From an optimization exercise on the open Yosys and OpenROAD flow, aimed at small area, a short achievable clock period and few clock cycles per item; shortcuts taken in it are not production practice. In this exercise RTL edits were held to simulation tests only and were not proved equivalent to the original.

## wip/willow
## aes128_core
module aes128_core (
    input  wire         clk,
    input  wire         rst,         
    input  wire         in_valid,
    output wire         in_ready,
    input  wire [127:0] key,
    input  wire [127:0] block_in,
    output reg          out_valid,
    output wire [127:0] block_out
);
    function automatic [17:0] sbox_nl(input [7:0] x);
        reg U0,U1,U2,U3,U4,U5,U6,U7;
        reg T1,T2,T3,T4,T5,T6,T7,T8,T9,T10,T11,T12,T13,T14,T15,T16,T17,T18,T19,T20,T21,T22,T23,T24,T25,T26,T27,M1,M2,M3,M4,M5,M6,M7,M8,M9,M10,M11,M12,M13,M14,M15,M16,M17,M18,M19,M20,M21,M22,M23,M24,M25,M26,M27,M28,M29,M30,M31,M32,M33,M34,M35,M36,M37,M38,M39,M40,M41,M42,M43,M44,M45,M46,M47,M48,M49,M50,M51,M52,M53,M54,M55,M56,M57,M58,M59,M60,M61,M62,M63;
        begin
            {U0,U1,U2,U3,U4,U5,U6,U7} = x;
            T1 = U0 ^ U3;
            T2 = U0 ^ U5;
            T3 = U0 ^ U6;
            T4 = U3 ^ U5;
            T5 = U4 ^ U6;
            T6 = T1 ^ T5;
            T7 = U1 ^ U2;
            T8 = U7 ^ T6;
            T9 = U7 ^ T7;
            T10 = T6 ^ T7;
            T11 = U1 ^ U5;
            T12 = U2 ^ U5;
            T13 = T3 ^ T4;
            T14 = T6 ^ T11;
            T15 = T5 ^ T11;
            T16 = T5 ^ T12;
            T17 = T9 ^ T16;
            T18 = U3 ^ U7;
            T19 = T7 ^ T18;
            T20 = T1 ^ T19;
            T21 = U6 ^ U7;
            T22 = T7 ^ T21;
            T23 = T2 ^ T22;
            T24 = T2 ^ T10;
            T25 = T20 ^ T17;
            T26 = T3 ^ T16;
            T27 = T1 ^ T12;
            M1 = T13 & T6;
            M2 = T23 & T8;
            M3 = T14 ^ M1;
            M4 = T19 & U7;
            M5 = M4 ^ M1;
            M6 = T3 & T16;
            M7 = T22 & T9;
            M8 = T26 ^ M6;
            M9 = T20 & T17;
            M10 = M9 ^ M6;
            M11 = T1 & T15;
            M12 = T4 & T27;
            M13 = M12 ^ M11;
            M14 = T2 & T10;
            M15 = M14 ^ M11;
            M16 = M3 ^ M2;
            M17 = M5 ^ T24;
            M18 = M8 ^ M7;
  ...
clock: 10.0 ns
lec_check: 0
abc_area: 1
cap_margin: 20
core_margin: 2
core_utilization: 45
place_density: 0.6
slew_margin: 20
standard.sh (not shown) runs the stock make flow with config.mk's settings and CLKGATE_MAP_FILE= SYNTH_SCRIPT=/design/flow/synth_recipe.tcl, a recipe that flattens the netlist after the stock synthesis.
==> flow/flow/run.sh <==
#!/bin/bash
# Layout flow: the standard flow (standard.sh) with three changes.
# - Synthesis is the standard synthesis script (synth_recipe.tcl, ORFS's
#   synth.tcl) except that ABC maps the logic with flow/abc_map_area.script,
#   an area-oriented mapping. Registers are mapped before ABC runs, so they
#   are the standard synthesis's, with the same names and cells.
# - The input and output port buffers are sky130_fd_sc_hd__buf_2 cells rather
#   than the delay buffer that buffer_ports picks by default. Every port still
#   gets its own buffer.
# - Timing repair aims for a setup slack of at least 6.6 ns at the design's
#   10 ns clock, so that the resizer speeds up the critical paths; the clock
#   and the constraints are the design's, unchanged.
set -euo pipefail
here=$(pwd)
# synth.tcl with the ABC script replaced right after the preamble sets it
sed "s#^source \$::env(SCRIPTS_DIR)/synth_preamble.tcl\$#&\nset abc_args [lreplace \$abc_args 1 1 $here/flow/abc_map_area.script]#" \
  "$FLOW_HOME/scripts/synth.tcl" > my_synth_body.tcl
grep -q "abc_map_area.script" my_synth_body.tcl
sed "s#^source \$::env(SCRIPTS_DIR)/synth.tcl\$#source $here/my_synth_body.tcl#" synth_recipe.tcl > my_synth.tcl
grep -q "my_synth_body.tcl" my_synth.tcl
sed "s#SYNTH_SCRIPT=[^ ]*#SYNTH_SCRIPT=$here/my_synth.tcl#" standard.sh > my_standard.sh
grep -q "my_synth.tcl" my_standard.sh
export BUFFER_PORTS_ARGS="-buffer_cell sky130_fd_sc_hd__buf_2"
export SETUP_SLACK_MARGIN=6.6
bash my_standard.sh > standard_flow.log 2>&1
==> flow/flow/abc_map_area.script <==
strash
dc2
&get -n
&dch
&nf -R 1000
&put
topo
stime -c
buffer -c
upsize -c
dnsize -c
Testbench counts of wip/willow, summed over its fixed seeds: cycles 32,024, blocks 3,200.
## Diff of input files: wip/xenon against wip/willow
# wip/willow
export LEC_CHECK = 0
export ABC_AREA = 1
export CAP_MARGIN = 20
export CORE_MARGIN = 2
export CORE_UTILIZATION = 45
export PLACE_DENSITY = 0.6
export SLEW_MARGIN = 20
create_clock -name core_clock -period 10.0 [get_ports {clk}]
# wip/xenon
export LEC_CHECK = 0
export ABC_AREA = 1
export CAP_MARGIN = 20
export CORE_MARGIN = 2
export CORE_UTILIZATION = 50
export PLACE_DENSITY = 0.6
export SLEW_MARGIN = 20
create_clock -name core_clock -period 10.0 [get_ports {clk}]
==> flow/flow/abc_map_area.script <==
strash
&get -n
&dch
&nf -R 1000
&put
topo
stime -c
buffer -c
upsize -c
dnsize -c
Results
Against wip/willow, number of well-tap cells placed in wip/xenon fell by a little under 10%.
Against wip/willow as the reference, wip/xenon delivers a higher synthesized area.
wip/xenon against wip/willow.
Looking at clock-buffer cell count across wip/willow and wip/xenon, the one that comes out lower is wip/xenon.
wip/xenon finished all stages; the layout is clean.
Relative to wip/xenon, the following input files were edited for wip/umber:
# wip/xenon
export LEC_CHECK = 0
export ABC_AREA = 1
export CAP_MARGIN = 20
export CORE_MARGIN = 2
export CORE_UTILIZATION = 50
export PLACE_DENSITY = 0.6
export SLEW_MARGIN = 20
create_clock -name core_clock -period 10.0 [get_ports {clk}]
# wip/umber
export LEC_CHECK = 0
export ABC_AREA = 1
export CAP_MARGIN = 20
export CORE_MARGIN = 2
export CORE_UTILIZATION = 45
export PLACE_DENSITY = 0.6
export SLEW_MARGIN = 20
create_clock -name core_clock -period 10.0 [get_ports {clk}]
diff --git a/flow/flow/run.sh b/flow/flow/run.sh
--- a/flow/flow/run.sh
+++ b/flow/flow/run.sh
@@ -9,3 +9,3 @@
 #   gets its own buffer.
-# - Timing repair aims for a setup slack of at least 6.6 ns at the design's
+# - Timing repair aims for a setup slack of at least 6.7 ns at the design's
 #   10 ns clock, so that the resizer speeds up the critical paths; the clock
@@ -23,3 +23,3 @@
 export BUFFER_PORTS_ARGS="-buffer_cell sky130_fd_sc_hd__buf_2"
-export SETUP_SLACK_MARGIN=6.6
+export SETUP_SLACK_MARGIN=6.7
 bash my_standard.sh > standard_flow.log 2>&1
wip/umber | status: complete | timing, DRC, antenna: pass
wip/xenon ended with every stage complete and zero timing, DRC or antenna violations.
Number of sinks on the clock net across wip/xenon and wip/umber: no real change.
Per the comparison of wip/umber with wip/xenon, cell count now sits higher, number of buffers outside the clock class in the layout now sits higher, post-detailed-placement cell area now sits at about the same level.
Inputs modified between wip/umber and wip/violet:
diff --git a/flow/flow/run.sh b/flow/flow/run.sh
--- a/flow/flow/run.sh
+++ b/flow/flow/run.sh
@@ -9,3 +9,3 @@
 #   gets its own buffer.
-# - Timing repair aims for a setup slack of at least 6.7 ns at the design's
+# - Timing repair aims for a setup slack of at least 6.5 ns at the design's
 #   10 ns clock, so that the resizer speeds up the critical paths; the clock
@@ -23,3 +23,3 @@
 export BUFFER_PORTS_ARGS="-buffer_cell sky130_fd_sc_hd__buf_2"
-export SETUP_SLACK_MARGIN=6.7
+export SETUP_SLACK_MARGIN=6.5
 bash my_standard.sh > standard_flow.log 2>&1
Notes after the runs:
- For the normalized max-slew margin, wip/violet came in 3.3 points higher than wip/umber did.
- The worst setup path endpoint comes out s1[45] in one run and s1[116] in the other, namely in wip/violet and wip/umber respectively.
- Summed area of non-filler cells in the final layout ends up higher on wip/umber.
- Compared wip/violet vs wip/umber, and share of final layout cell area taken by non-clock buffers is down in wip/violet.

==> re-timing with driven ports <==
The results above use ideal ports. As a check the final layouts listed here were re-extracted and re-timed, cells and wires unchanged. Step 1 assumes that a clkbuf_16 drives the clock port and a buf_2 every other input. Step 2 also shifts input and output timing later by t, the mid clock arrival at the registers, as if the neighbouring blocks saw the same clock. Three values: ideal, step 1, step 2; two values: the first two.
| run | shift t [ns] | setup slack, ns | worst register clock-pin slew, ns | cell pins on the clock port's net |
|---|---|---|---|---|
| wip/willow | 0.740 | 6.622 / 6.622 / 6.622 | 0.07 / 0.07 | 1 |
| wip/xenon | 0.728 | 6.574 / 6.574 / 6.574 | 0.07 / 0.07 | 1 |
| wip/umber | 0.743 | 6.650 / 6.639 / 6.650 | 0.07 / 0.07 | 1 |
| wip/violet | 0.738 | 6.554 / 6.554 / 6.552 | 0.07 / 0.07 | 1 |
After both steps every run listed still meets setup and hold. For wip/violet, which loses most, drivers alone change the setup slack by 0.000 ns; drivers and shift together by -0.002 ns.
